Context: an optimization exercise on an open-source flow, tuned for small area, a short achievable clock period and few clock cycles per item. The choices shown serve that exercise and are no tape-out recipe.
In this exercise RTL edits were held to simulation tests only and were not proved equivalent to the original.

==> v3: inputs <==
// seal_engine
module seal_engine (
    input  wire         clk,
    input  wire         rst,
    input  wire         in_valid,
    output wire         in_ready,
    input  wire [127:0] in_key,
    input  wire [16:0]  in_line,
    input  wire [255:0] in_data,
    output reg          out_valid,
    output wire [255:0] out_data
);
==> flow/config.mk <==
export PLATFORM = sky130hd
export DESIGN_NAME = seal_engine
export DESIGN_NICKNAME = seal_engine
export VERILOG_FILES = /design/flow/design.v
export SDC_FILE = /design/flow/constraint.sdc
export NUM_CORES = 4
export LEC_CHECK = 0
export ABC_AREA = 1
export CAP_MARGIN = 20
export CORE_MARGIN = 2
export CORE_UTILIZATION = 40
export SLEW_MARGIN = 20
==> flow/constraint.sdc <==
create_clock -name core_clock -period 11.0 [get_ports {clk}]
set_input_delay 2.2000 -clock core_clock [delete_from_list [all_inputs] [get_ports {clk}]]
set_output_delay 2.2000 -clock core_clock [all_outputs]
set_load 0.01 [all_outputs]
standard.sh (not shown) runs the stock make flow with config.mk's settings and CLKGATE_MAP_FILE= SYNTH_SCRIPT=/design/flow/synth_recipe.tcl, a recipe that flattens the netlist after the stock synthesis.
==> flow/flow/run.sh <==
#!/bin/bash
# Own layout flow: the standard synthesis, then the combinational logic of
# its netlist is mapped again to the standard cells with flow/remap.abc (the
# registers stay the standard synthesis's cells, with their names), then the standard flow's
# standard layout from floorplan to finish on that netlist.
set -euo pipefail
W=$(pwd)
R=$W/orfs/results/$FLOW_PLATFORM/seal_engine/base
LIB=$FLOW_HOME/platforms/$FLOW_PLATFORM/lib/sky130_fd_sc_hd__tt_025C_1v80.lib
YOSYS=$(command -v yosys || echo /OpenROAD-flow-scripts/tools/install/yosys/bin/yosys)

bash standard.sh synth > std_synth.log 2>&1

cp $R/1_2_yosys.v $W/std_1_2_yosys.v
# registers and tie cells stay as they are: blackbox stubs for their types
SEQ=$(grep -oE 'sky130_fd_sc_hd__[a-z0-9_]+' $W/std_1_2_yosys.v | sort -u \
      | grep -E '__(df|edf|sdf|sedf|dl|conb)' | sed 's/^/=/' | tr '\n' ' ')
cat > $W/remap.ys <<EOT
read_liberty -lib $LIB
select $SEQ
write_verilog -blackboxes -selected $W/remap_stubs.v
design -reset
read_liberty -wb -ignore_miss_func $LIB
read_verilog -lib -overwrite $W/remap_stubs.v
read_verilog $W/std_1_2_yosys.v
hierarchy -check -top $FLOW_TOP
flatten -wb
opt_clean -purge
tee -o $W/remap_before.txt stat
abc -script $W/flow/remap.abc -liberty $LIB -dont_use *lpflow* -dont_use *probe* -constr $W/remap.constr -D 11000
opt_clean -purge
hilomap -singleton -hicell sky130_fd_sc_hd__conb_1 HI -locell sky130_fd_sc_hd__conb_1 LO
splitnets
opt_clean -purge
rename -hide w:* i:* %d o:* %d
tee -o $W/remap_stat.txt stat -liberty $LIB
write_verilog -noattr -noexpr -nohex -nodec $R/1_2_yosys.v
EOT
printf 'set_driving_cell sky130_fd_sc_hd__buf_1\nset_load 5\n' > $W/remap.constr
$YOSYS -l $W/remap_yosys.log -q -s $W/remap.ys > /dev/null 2>&1
$YOSYS -l $W/remap_check.log -q -p "read_liberty -lib $LIB; read_verilog $R/1_2_yosys.v; hierarchy -check -top $FLOW_TOP; check -assert" > /dev/null 2>&1
rm -f $R/1_synth.odb $R/1_synth.sdc

bash standard.sh SETUP_SLACK_MARGIN=6.5 finish > std_finish.log 2>&1
==> flow/flow/remap.abc <==
strash
dc2
&get -n
&st
&dch -f
&nf
&put
buffer -c
upsize -c
dnsize -c
==> inputs of v36, as changes to v3 <==
--- a/flow/design.v
+++ b/flow/design.v
@@ -1,11 +1,12 @@
 module seal_sbox_top (
     input  wire [7:0] a,
-    output wire [3:0] n
+    output wire [3:0] n,
+    output wire [4:0] t
 );
     wire U0 = a[7], U1 = a[6], U2 = a[5], U3 = a[4], U4 = a[3], U5 = a[2], U6 = a[1], U7 = a[0];
     wire T1, T2, T3, T4, T5, T6, T7, T8, T9, T10, T11, T12, T13, T14, T15, T16, T17, T18, T19, T20, T21, T22, T23, T24, T25, T26, T27, M1, M2, M3, M4, M5, M6, M7, M8, M9, M10, M11, M12, M13, M14, M15, M16, M17, M18, M19, M20, M21, M22, M23, M24, M25, M26, M27, M28, M29, M30, M31, M32, M33, M34, M35, M36, M37, M38, M39, M40;
     assign T1 = U0 ^ U3;
     assign T2 = U0 ^ U5;
     assign T3 = U0 ^ U6;
     assign T4 = U3 ^ U5;
     assign T5 = U4 ^ U6;
@@ -67,47 +68,45 @@
     assign M34 = M21 & M22;
     assign M35 = M24 & M34;
     assign M36 = M24 ^ M25;
     assign M37 = M21 ^ M29;
     assign M38 = M32 ^ M33;
     assign M39 = M23 ^ M30;
     assign M40 = M35 ^ M36;
     assign n = {M37, M38, M39, M40};
+    assign t = {T8, T10, T17, T20, T23};
 endmodule
 module seal_sbox_bot (
     input  wire [7:0] a,
     input  wire [3:0] n,
+    input  wire [4:0] t,
     output wire [7:0] y
 );
     wire U0 = a[7], U1 = a[6], U2 = a[5], U3 = a[4], U4 = a[3], U5 = a[2], U6 = a[1], U7 = a[0];
     wire M37 = n[3], M38 = n[2], M39 = n[1], M40 = n[0];
-    wire T1, T2, T3, T4, T5, T6, T7, T8, T9, T10, T11, T12, T13, T15, T16, T17, T18, T19, T20, T21, T22, T23, T27, M41, M42, M43, M44, M45, M46, M47, M48, M49, M50, M51, M52, M53, M54, M55, M56, M57, M58, M59, M60, M61, M62, M63, L0, L1, L2, L3, L4, L5, L6, L7, L8, L9, L10, L11, L12, L13, L14, L15, L16, L17, L18, L19, L20, L21, L22, L23, L24, L25, L26, L27, L28, L29, S0, S1, S2, S3, S4, S5, S6, S7;
+    wire T8 = t[4], T10 = t[3], T17 = t[2], T20 = t[1], T23 = t[0];
+    wire T1, T2, T3, T4, T5, T6, T7, T9, T11, T12, T13, T15, T16, T18, T19, T21, T22, T27, M41, M42, M43, M44, M45, M46, M47, M48, M49, M50, M51, M52, M53, M54, M55, M56, M57, M58, M59, M60, M61, M62, M63, L0, L1, L2, L3, L4, L5, L6, L7, L8, L9, L10, L11, L12, L13, L14, L15, L16, L17, L18, L19, L20, L21, L22, L23, L24, L25, L26, L27, L28, L29, S0, S1, S2, S3, S4, S5, S6, S7;
     assign T1 = U0 ^ U3;
     assign T2 = U0 ^ U5;
     assign T3 = U0 ^ U6;
     assign T4 = U3 ^ U5;
     assign T5 = U4 ^ U6;
     assign T6 = T1 ^ T5;
     assign T7 = U1 ^ U2;
-    assign T8 = U7 ^ T6;
     assign T9 = U7 ^ T7;
-    assign T10 = T6 ^ T7;
     assign T11 = U1 ^ U5;
     assign T12 = U2 ^ U5;
     assign T13 = T3 ^ T4;
     assign T15 = T5 ^ T11;
     assign T16 = T5 ^ T12;
-    assign T17 = T9 ^ T16;
     assign T18 = U3 ^ U7;
     assign T19 = T7 ^ T18;
-    assign T20 = T1 ^ T19;
     assign T21 = U6 ^ U7;
     assign T22 = T7 ^ T21;
-    assign T23 = T2 ^ T22;
     assign T27 = T1 ^ T12;
     assign M41 = M38 ^ M40;
     assign M42 = M37 ^ M39;
     assign M43 = M37 ^ M38;
     assign M44 = M39 ^ M40;
     assign M45 = M42 ^ M41;
     assign M46 = M44 & T6;
     assign M47 = M40 & T8;
@@ -178,45 +177,45 @@
     output reg          out_valid,
     output wire [255:0] out_data
 );
     reg         run;         
     reg [5:0]   cnt;         
     reg         fin1;        
     reg [127:0] state;       
     reg [127:0] mu;          
-    reg [63:0]  mi;          
+    reg [143:0] mi;          
     reg [127:0] t0, t1;      
     reg [127:0] rk;          
-    reg [15:0]  km;          
+    reg [35:0]  km;          
+    reg [31:0]  ku;          
     reg [31:0]  kw3;         
     reg  load1;                  
     reg  mid0;                   
     reg  mid1;                   
     reg  fin0;                   
     reg  last;                   
     reg  kfirst;                 
     reg  kstep;                  
     reg  start;                  
     reg  ksel;                   
     assign in_ready = mid1;
     assign out_data = {t0, t1};
     wire [31:0] k1w3   = ksel ? kw3 : rk[31:0];
-    wire [31:0] k2w3   = kfirst ? kw3 : rk[31:0];
     wire [127:0] kin   = kfirst ? in_key : rk;
     wire [31:0] k1rot = {k1w3[23:0], k1w3[31:24]};
-    wire [31:0] k2rot = {k2w3[23:0], k2w3[31:24]};
-    wire [15:0] km_next;
+    wire [35:0] km_next;
     wire [31:0] sub_rot;
     genvar gi;
     generate
         for (gi = 0; gi < 4; gi = gi + 1) begin : g_ksbox
-            seal_sbox_top u_top (.a(k1rot[8*gi +: 8]), .n(km_next[4*gi +: 4]));
-            seal_sbox_bot u_bot (.a(k2rot[8*gi +: 8]), .n(km[4*gi +: 4]),
-                                 .y(sub_rot[8*gi +: 8]));
+            seal_sbox_top u_top (.a(k1rot[8*gi +: 8]), .n(km_next[9*gi +: 4]),
+                                 .t(km_next[9*gi+4 +: 5]));
+            seal_sbox_bot u_bot (.a(ku[8*gi +: 8]), .n(km[9*gi +: 4]),
+                                 .t(km[9*gi+4 +: 5]), .y(sub_rot[8*gi +: 8]));
         end
     endgenerate
     reg [7:0] rcon;
     always @(*) begin
         case (cnt)
             6'd0,  6'd20: rcon = 8'h01;
             6'd2,  6'd22: rcon = 8'h02;
             6'd4,  6'd24: rcon = 8'h04;
@@ -229,27 +228,33 @@
             default:      rcon = 8'h36;
         endcase
     end
     wire [31:0] w0 = kin[127:96];
     wire [31:0] w1 = kin[95:64];
     wire [31:0] w2 = kin[63:32];
     wire [31:0] w3 = kin[31:0];
     wire [31:0] f  = sub_rot ^ {rcon, 24'h0};
-    wire [127:0] rkn = {w0 ^ f, (w0 ^ w1) ^ f, (w0 ^ w1 ^ w2) ^ f, (w0 ^ w1 ^ w2 ^ w3) ^ f};
-    wire [63:0] mi_next;
+    wire [31:0] n0 = w0 ^ f;
+    wire [31:0] n1 = n0 ^ w1;
+    wire [31:0] n2 = n1 ^ w2;
+    wire [31:0] n3 = n2 ^ w3;
+    wire [127:0] rkn = {n0, n1, n2, n3};
+    wire [143:0] mi_next;
     generate
         for (gi = 0; gi < 16; gi = gi + 1) begin : g_top
-            seal_sbox_top u_top (.a(state[8*gi +: 8]), .n(mi_next[4*gi +: 4]));
+            seal_sbox_top u_top (.a(state[8*gi +: 8]), .n(mi_next[9*gi +: 4]),
+                                 .t(mi_next[9*gi+4 +: 5]));
         end
     endgenerate
     wire [127:0] sb;
     generate
         for (gi = 0; gi < 16; gi = gi + 1) begin : g_bot
-            seal_sbox_bot u_bot (.a(mu[8*gi +: 8]), .n(mi[4*gi +: 4]), .y(sb[8*gi +: 8]));
+            seal_sbox_bot u_bot (.a(mu[8*gi +: 8]), .n(mi[9*gi +: 4]), .t(mi[9*gi+4 +: 5]),
+                                 .y(sb[8*gi +: 8]));
         end
     endgenerate
     wire [127:0] sr;
     generate
         for (gi = 0; gi < 16; gi = gi + 1) begin : g_shift
             localparam integer R = gi % 4;
             localparam integer C = gi / 4;
             localparam integer SRC = R + 4 * ((C + R) % 4);
@@ -269,35 +274,36 @@
             wire [7:0] a3 = sr[103-32*gi -: 8];
             assign mc[127-32*gi -: 8] = xtime(a0 ^ a1) ^ a1 ^ a2 ^ a3;
             assign mc[119-32*gi -: 8] = xtime(a1 ^ a2) ^ a0 ^ a2 ^ a3;
             assign mc[111-32*gi -: 8] = xtime(a2 ^ a3) ^ a0 ^ a1 ^ a3;
             assign mc[103-32*gi -: 8] = xtime(a3 ^ a0) ^ a0 ^ a1 ^ a2;
         end
     endgenerate
     wire [127:0] pk;
-    wire [127:0] kx  = mid0 || mid1 ? rk ^ pk : rk;
+    wire [127:0] kx  = rk ^ (fin0 ? t0 : fin1 ? t1 : 128'b0);
     wire [127:0] out = (last ? sr : mc) ^ kx;
     wire [127:0] xk = {110'b0, load1, in_line} ^ in_key;
     assign pk = (mid0 ? in_data[255:128] : in_data[127:0]) ^ in_key;
     always @(posedge clk) begin
         kw3 <= in_key[31:0];
         km  <= km_next;
+        ku  <= k1rot;
         mu  <= state;
         mi  <= mi_next;
         if (start || load1)
             state <= xk;
         else
-            state <= out;
+            state <= out ^ (mid0 || mid1 ? pk : 128'b0);
         if (kstep)
             rk <= rkn;
         if (mid0 || fin0)
-            t0 <= out ^ (mid0 ? pk : t0);
+            t0 <= out;
         if (mid1 || fin1)
-            t1 <= out ^ (mid1 ? pk : t1);
+            t1 <= out;
     end
     reg       run_n;
     reg [5:0] cnt_n;
     always @(*) begin
         run_n = run;
         cnt_n = cnt;
         if (rst) begin
             run_n = 1'b0;
--- a/flow/flow/run.sh
+++ b/flow/flow/run.sh
@@ -1,13 +1,15 @@
 #!/bin/bash
 # Own layout flow: the standard synthesis, then the combinational logic of
 # its netlist is mapped again to the standard cells with flow/remap.abc (the
 # registers stay the standard synthesis's cells, with their names), then the standard flow's
-# standard layout from floorplan to finish on that netlist.
+# standard layout from floorplan to finish on that netlist, with a tighter
+# timing-repair target and the smallest buffer on each port.
+# Logs: std_synth.log, remap_yosys.log, remap_check.log, std_finish.log.
 set -euo pipefail
 W=$(pwd)
 R=$W/orfs/results/$FLOW_PLATFORM/seal_engine/base
 LIB=$FLOW_HOME/platforms/$FLOW_PLATFORM/lib/sky130_fd_sc_hd__tt_025C_1v80.lib
 YOSYS=$(command -v yosys || echo /OpenROAD-flow-scripts/tools/install/yosys/bin/yosys)
 
 bash standard.sh synth > std_synth.log 2>&1
 
@@ -36,9 +38,10 @@
 tee -o $W/remap_stat.txt stat -liberty $LIB
 write_verilog -noattr -noexpr -nohex -nodec $R/1_2_yosys.v
 EOT
 printf 'set_driving_cell sky130_fd_sc_hd__buf_1\nset_load 5\n' > $W/remap.constr
 $YOSYS -l $W/remap_yosys.log -q -s $W/remap.ys > /dev/null 2>&1
 $YOSYS -l $W/remap_check.log -q -p "read_liberty -lib $LIB; read_verilog $R/1_2_yosys.v; hierarchy -check -top $FLOW_TOP; check -assert" > /dev/null 2>&1
 rm -f $R/1_synth.odb $R/1_synth.sdc
 
-bash standard.sh SETUP_SLACK_MARGIN=6.5 finish > std_finish.log 2>&1
+bash standard.sh SETUP_SLACK_MARGIN=7.0 "BUFFER_PORTS_ARGS=-buffer_cell sky130_fd_sc_hd__buf_1" \
+    finish > std_finish.log 2>&1
==> flow/flow/remap.abc (replaced) <==
&get -n
&st
&dch -f
&nf
&put
- CORE_UTILIZATION: 40 -> 50
==> inputs of v23, as changes to v3 <==
--- a/flow/design.v
+++ b/flow/design.v
@@ -176,35 +176,36 @@
     input  wire [16:0]  in_line,
     input  wire [255:0] in_data,
     output reg          out_valid,
     output wire [255:0] out_data
 );
     reg         run;         
     reg [5:0]   cnt;         
     reg         fin1;        
+    reg         pv;          
     reg [127:0] state;       
     reg [127:0] mu;          
     reg [63:0]  mi;          
     reg [127:0] t0, t1;      
     reg [127:0] rk;          
     reg [15:0]  km;          
     reg [31:0]  kw3;         
+    reg  stok;                   
     reg  load1;                  
     reg  mid0;                   
     reg  mid1;                   
     reg  fin0;                   
     reg  last;                   
     reg  kfirst;                 
     reg  kstep;                  
-    reg  start;                  
-    reg  ksel;                   
+    wire start = pv && stok;
     assign in_ready = mid1;
     assign out_data = {t0, t1};
-    wire [31:0] k1w3   = ksel ? kw3 : rk[31:0];
+    wire [31:0] k1w3   = (start || mid0) ? kw3 : rk[31:0];
     wire [31:0] k2w3   = kfirst ? kw3 : rk[31:0];
     wire [127:0] kin   = kfirst ? in_key : rk;
     wire [31:0] k1rot = {k1w3[23:0], k1w3[31:24]};
     wire [31:0] k2rot = {k2w3[23:0], k2w3[31:24]};
     wire [15:0] km_next;
     wire [31:0] sub_rot;
     genvar gi;
     generate
@@ -268,36 +269,40 @@
             wire [7:0] a2 = sr[111-32*gi -: 8];
             wire [7:0] a3 = sr[103-32*gi -: 8];
             assign mc[127-32*gi -: 8] = xtime(a0 ^ a1) ^ a1 ^ a2 ^ a3;
             assign mc[119-32*gi -: 8] = xtime(a1 ^ a2) ^ a0 ^ a2 ^ a3;
             assign mc[111-32*gi -: 8] = xtime(a2 ^ a3) ^ a0 ^ a1 ^ a3;
             assign mc[103-32*gi -: 8] = xtime(a3 ^ a0) ^ a0 ^ a1 ^ a2;
         end
     endgenerate
-    wire [127:0] pk;
-    wire [127:0] kx  = mid0 || mid1 ? rk ^ pk : rk;
-    wire [127:0] out = (last ? sr : mc) ^ kx;
+    wire [127:0] out = (last ? sr : mc) ^ rk;
     wire [127:0] xk = {110'b0, load1, in_line} ^ in_key;
-    assign pk = (mid0 ? in_data[255:128] : in_data[127:0]) ^ in_key;
+    wire [127:0] pk = (mid0 ? in_data[255:128] : in_data[127:0]) ^ in_key;
     always @(posedge clk) begin
         kw3 <= in_key[31:0];
         km  <= km_next;
         mu  <= state;
         mi  <= mi_next;
         if (start || load1)
             state <= xk;
+        else if (mid0 || mid1)
+            state <= out ^ pk;
         else
             state <= out;
         if (kstep)
             rk <= rkn;
-        if (mid0 || fin0)
-            t0 <= out ^ (mid0 ? pk : t0);
-        if (mid1 || fin1)
-            t1 <= out ^ (mid1 ? pk : t1);
+        if (mid0)
+            t0 <= out;
+        else if (fin0)
+            t0 <= out ^ t0;
+        if (mid1)
+            t1 <= out;
+        else if (fin1)
+            t1 <= out ^ t1;
     end
     reg       run_n;
     reg [5:0] cnt_n;
     always @(*) begin
         run_n = run;
         cnt_n = cnt;
         if (rst) begin
             run_n = 1'b0;
@@ -310,28 +315,28 @@
             cnt_n = 6'd0;
         end else if (run) begin
             cnt_n = cnt + 6'd1;
         end
     end
     always @(posedge clk) begin
         run    <= run_n;
         cnt    <= cnt_n;
+        stok   <= !run_n || (cnt_n == 6'd39);
         load1  <= run_n && (cnt_n == 6'd0);
         mid0   <= run_n && (cnt_n == 6'd19);
         mid1   <= run_n && (cnt_n == 6'd20);
         fin0   <= run_n && (cnt_n == 6'd39);
         last   <= run_n && ((cnt_n == 6'd19) || (cnt_n == 6'd20) || (cnt_n == 6'd39))
                   || (fin0 && !rst);
         kfirst <= run_n && ((cnt_n == 6'd0) || (cnt_n == 6'd20));
         kstep  <= run_n && !cnt_n[0] && (cnt_n <= 6'd38);
-        start  <= !rst && in_valid && !in_ready && (!run_n || (cnt_n == 6'd39));
-        ksel   <= !rst && in_valid && !in_ready && (!run_n || (cnt_n == 6'd39))
-                  || run_n && (cnt_n == 6'd19);
         if (rst) begin
             fin1      <= 1'b0;
+            pv        <= 1'b0;
             out_valid <= 1'b0;
         end else begin
+            pv        <= in_valid && !in_ready;
             fin1      <= fin0;
             out_valid <= fin1;
         end
     end
 endmodule
==> flow/run.sh (new file) <==
#!/bin/bash
# synth_recipe.tcl (not shown) runs the flow's synth.tcl, then flattens the netlist and writes it again
# the make line also repeats each setting of config.mk as NAME=value (left out here)
make -C /OpenROAD-flow-scripts/flow DESIGN_CONFIG=/design/flow/config.mk WORK_HOME=/design/flow/orfs CLKGATE_MAP_FILE= SYNTH_SCRIPT=/design/flow/synth_recipe.tcl finish
removed: flow/flow/run.sh
removed: flow/flow/remap.abc
removed: flow/standard.sh
==> flow_summary.ini <==
[run_status]
status = complete, no violations

[timing]
slew-limit-headroom_pct = 17.1
worst_slack_ns = 6.37
worst_pin_slew_ns = 1.23
rsz0062_at_grt = false

[detailed_routing]
wl_met2_um = 147000
wire_per_inst_um = 21.4
vias_per_cell = 5.22
wl_um = 327000

[cts]
post_cts_resized = 0

[critical_path]
r2r-start = mid0

[min_path]
hold_path_end = mu[51]

[placement]
placed_cells = 15073

[global_routing]
grtUsageMet1_pct = 41.5
[end of results for v23]
==> flow_summary.ini <==
[timing]
worst_pin_slew_ns = 1.15
rsz0062_at_grt = true
worst_slack_ns = 6.99

[run_status]
status = complete, no violations

[min_path]
hold_path_end = mu[91]

[detailed_routing]
wire_per_inst_um = 24.0
wl_met2_um = 92900

[placement]
placed_cells = 8101

[critical_path]
r2r-start = mi[19]
[end of results for v36]
==> flow_summary.ini <==
[yosys]
syn_nets = 6723

[cells_and_area]
final_common_cell = xnor2_1

[detailed_routing]
vias_per_cell = 5.06
wl_met2_um = 102000
wire_per_inst_um = 23.9
drtIter0Drc = 4060
wl_um = 217000

[timing]
worst_slack_ns = 6.58
worst_pin_slew_ns = 1.15
slew-limit-headroom_pct = 23.1
fin_hold_ws_ns = 0.367

[cts]
post_cts_resized = 41
cts_buffers = 96

[min_path]
hold_path_end = mu[123]

[global_routing]
grtUsageMet1_pct = 35.5

[floorplan]
die_x_um = 402

[run_status]
status = complete, no violations
[end of results for v3]
Testbench counts of v3, summed over its fixed seeds: cycles 15,384, lines 384.
Testbench counts of v36, summed over its fixed seeds: cycles 15,384, lines 384.
Testbench counts of v23, summed over its fixed seeds: cycles 15,384, lines 384.

## port drivers added, routing unchanged
In the flow no input, the clock included, has a driving cell. The finished layouts below were timed again as built, in two steps.
Step 1 (the two cells are an assumption about what drives the block):
set clk [get_ports {clk}]
set_driving_cell -lib_cell sky130_fd_sc_hd__clkbuf_16 $clk
set_driving_cell -lib_cell sky130_fd_sc_hd__buf_2 [delete_from_list [all_inputs] $clk]
Step 2 also shifts input and output timing later by t, the mid clock arrival at the registers, as if the neighbouring blocks saw the same clock.
Slacks: ideal ports / drivers / drivers and shift; pairs: ideal ports / drivers.
run | t, ns | setup slack, ns | worst setup path after step 2 | slew at the worst register clock pin (ns)
v3 | 0.788 | 6.578 / 6.497 / 6.179 | input to register | 0.07 / 0.07
v36 | 0.776 | 6.992 / 7.052 / 6.276 | input to register | 0.07 / 0.07
v23 | 0.829 | 6.365 / 6.365 / 5.946 | input to register | 0.07 / 0.07
After both steps setup and hold are still met in every run listed. The setup slack of v36, which loses most, moves by +0.060 ns with the drivers and by -0.716 ns with both steps.
